From an optimization exercise on the open Yosys and OpenROAD flow, aimed at small area and a short achievable clock period; shortcuts taken in it are not production practice. Where RTL was checked, it was by simulation tests only, not by an equivalence proof against the original. Power figures rest on the tool's default switching activity, not on a simulated workload.

## hb1dec
module hb1dec (
    input  wire        clk,
    input  wire        rst,         
    input  wire        in_valid,
    input  wire [31:0] in_data,
    output reg         out_valid,
    output reg  [31:0] out_data
);
    reg        iv;
    reg [15:0] dlo, dhi;
    reg [15:0] hreg;     
    reg        phase;    
    reg        a1;       
    reg        ea1;      
    reg        b1;       
    reg        nb1;      
    reg        c2, c3, c4;
    reg        c2k;      
    reg        nc2k;     
    reg        nnb;      
    reg  [9:0] vo;       
    wire oacc = iv & phase;
    wire eacc = iv & ~phase;
    always @(posedge clk) begin
        c2k  <= b1;
        nc2k <= ~b1;
        nnb  <= nb1;
        dlo  <= in_data[15:0];
        dhi  <= in_data[31:16];
        hreg <= dhi;
        if (rst) begin
            iv <= 1'b0;
            phase <= 1'b0;
            a1 <= 1'b0; ea1 <= 1'b0; b1 <= 1'b0; nb1 <= 1'b1;
            c2 <= 1'b0; c3 <= 1'b0; c4 <= 1'b0;
            out_valid <= 1'b0;
            vo <= 10'd0;
        end else begin
  ...
export LEC_CHECK = 0
export CAP_MARGIN = 20
export CORE_MARGIN = 2
export CORE_UTILIZATION = 60
export SLEW_MARGIN = 60
export SYNTH_HIERARCHICAL = 1
export SYNTH_MINIMUM_KEEP_SIZE = 0
create_clock -name core_clock -period 18.0 [get_ports {clk}]
standard.sh (not shown) runs the stock make flow with config.mk's settings and CLKGATE_MAP_FILE= SYNTH_SCRIPT=/design/flow/synth_recipe.tcl, a recipe that flattens the netlist after the stock synthesis.
==> flow/flow/run.sh <==
#!/bin/bash
# The standard layout (the standard.sh), with the port buffers made of
# buf_2 cells instead of the cell buffer_ports picks by default, and clock
# tree synthesis without dummy loads.
set -euo pipefail
export BUFFER_PORTS_ARGS="-buffer_cell sky130_fd_sc_hd__buf_2"
export CTS_ARGS="-sink_clustering_enable -repair_clock_nets -sink_clustering_size 24 -sink_clustering_max_diameter 100 -dont_use_dummy_load"
bash standard.sh > standard.log 2>&1
The baseline produced a clean layout.
Next try:
--- a/flow/design.v
+++ b/flow/design.v
@@ -2,86 +2,116 @@
     input  wire        clk,
     input  wire        rst,         
     input  wire        in_valid,
     input  wire [31:0] in_data,
     output reg         out_valid,
     output reg  [31:0] out_data
 );
-    reg        iv;
-    reg [15:0] dlo, dhi;
     reg [15:0] hreg;     
     reg        phase;    
     reg        a1;       
     reg        ea1;      
     reg        b1;       
     reg        nb1;      
     reg        c2, c3, c4;
     reg        c2k;      
     reg        nc2k;     
     reg        nnb;      
     reg  [9:0] vo;       
-    wire oacc = iv & phase;
-    wire eacc = iv & ~phase;
+    wire oacc = in_valid & phase;
+    wire eacc = in_valid & ~phase;
+    reg        ph1, ph2, ph3;            
+    reg        a1g1, a1g2, a1g3, ea1g1, ea1g2, ea1g3;
+    wire       og1 = in_valid & ph1,  eg1 = in_valid & ~ph1;
+    wire       og2 = in_valid & ~ph2, eg2 = in_valid & ph2;
+    wire       og3 = in_valid & ~ph3, eg3 = in_valid & ph3;
+    always @(posedge clk) begin
+        if (rst) begin
+            ph1 <= 1'b0; ph2 <= 1'b1; ph3 <= 1'b1;
+            a1g1 <= 1'b0; a1g2 <= 1'b0; a1g3 <= 1'b0;
+            ea1g1 <= 1'b0; ea1g2 <= 1'b0; ea1g3 <= 1'b0;
+        end else begin
+            ph1 <= ph1 ^ in_valid;
+            if (in_valid) ph2 <= ~ph2;
+            ph3 <= ph3 ^ in_valid;
+            a1g1 <= og1; a1g2 <= og2; a1g3 <= og3;
+            ea1g1 <= eg1; ea1g2 <= eg2; ea1g3 <= eg3;
+        end
+    end
     always @(posedge clk) begin
         c2k  <= b1;
         nc2k <= ~b1;
         nnb  <= nb1;
-        dlo  <= in_data[15:0];
-        dhi  <= in_data[31:16];
-        hreg <= dhi;
+        hreg <= in_data[31:16];
         if (rst) begin
-            iv <= 1'b0;
             phase <= 1'b0;
             a1 <= 1'b0; ea1 <= 1'b0; b1 <= 1'b0; nb1 <= 1'b1;
             c2 <= 1'b0; c3 <= 1'b0; c4 <= 1'b0;
             out_valid <= 1'b0;
             vo <= 10'd0;
         end else begin
-            iv <= in_valid;
-            if (iv) phase <= ~phase;
+            if (in_valid) phase <= ~phase;
             a1 <= oacc; ea1 <= eacc; b1 <= a1; nb1 <= ~a1;
             c2 <= b1; c3 <= c2; c4 <= c3;
             out_valid <= c4;
             if (oacc) vo <= {vo[8:0], 1'b1};
         end
     end
     reg [15:0] os0, os1, os2, os3, os4, os5, os6, os7, os8, os9, os10, os11, os12, os13, os14, os15, os16, os17, os18;
     always @(posedge clk)
         if (oacc | a1) begin
-            os0 <= a1 ? hreg : dlo;
+            os0 <= a1 ? hreg : in_data[15:0];
             os1 <= os0;
             os2 <= os1;
             os3 <= os2;
             os4 <= os3;
+        end
+    always @(posedge clk)
+        if (og1 | a1g1) begin
             os5 <= os4;
             os6 <= os5;
             os7 <= os6;
             os8 <= os7;
             os9 <= os8;
+        end
+    always @(posedge clk)
+        if (og2 | a1g2) begin
             os10 <= os9;
             os11 <= os10;
             os12 <= os11;
             os13 <= os12;
             os14 <= os13;
+        end
+    always @(posedge clk)
+        if (og3 | a1g3) begin
             os15 <= os14;
             os16 <= os15;
             os17 <= os16;
             os18 <= os17;
         end
     reg [15:0] es0, es1, es2, es3, es4, es5, es6, es7, es8, es9;
     always @(posedge clk)
         if (eacc | ea1) begin
-            es0 <= ea1 ? hreg : dlo;
+            es0 <= ea1 ? hreg : in_data[15:0];
             es1 <= es0;
             es2 <= es1;
+        end
+    always @(posedge clk)
+        if (eg1 | ea1g1) begin
             es3 <= es2;
             es4 <= es3;
             es5 <= es4;
+        end
+    always @(posedge clk)
+        if (eg2 | ea1g2) begin
             es6 <= es5;
             es7 <= es6;
+        end
+    always @(posedge clk)
+        if (eg3 | ea1g3) begin
             es8 <= es7;
             es9 <= es8;
         end
     wire [15:0] wan0 = ~(os0 & {16{vo[0]}});
     wire [15:0] wbn0 = ~(os18 & {16{vo[9]}});
     reg         pc0;
     reg  [16:0] pr0;
Result: Sequential share of layout area went down by 1.4 points; worst setup slack is worse by 0.017 ns; combinational power went up by 110%; core utilization barely changes; critical path depth does not change; wire length went up by 4.6%; hold slack is better by 0.030 ns; clock skew went up by 0.0093 ns.
The RTL of the second run of this note was laid out without a check of its function.

==> what the ideal ports hide <==
How much do the figures lean on ideal ports? The routed layouts below were timed once more, with nothing changed but the port constraints. Step 1 (the two cells are an assumption about what drives the block):
set clk [get_ports {clk}]
set_driving_cell -lib_cell sky130_fd_sc_hd__clkbuf_16 $clk
set_driving_cell -lib_cell sky130_fd_sc_hd__buf_2 [delete_from_list [all_inputs] $clk]
Step 2 times the ports against the registers' clock, not the clock port: input delays grow and output delays shrink by t, the midpoint of the rising clock arrivals with the driver on. Three values: no drivers, after step 1, after step 2; two values: the first two.
run | t (ns) | slack for setup (ns) | worst hold slack (ns) | worst setup path at the end
the first run | 0.631 | 13.355 / 13.290 / 13.422 | 0.316 / 0.316 / 0.316 | register to register
the second run | 0.645 | 13.338 / 13.274 / 12.757 | 0.346 / 0.346 / 0.346 | input to register
After both steps every run listed still meets setup and hold. For the second run, which loses most, drivers alone change the setup slack by -0.064 ns; drivers and shift together by -0.581 ns.
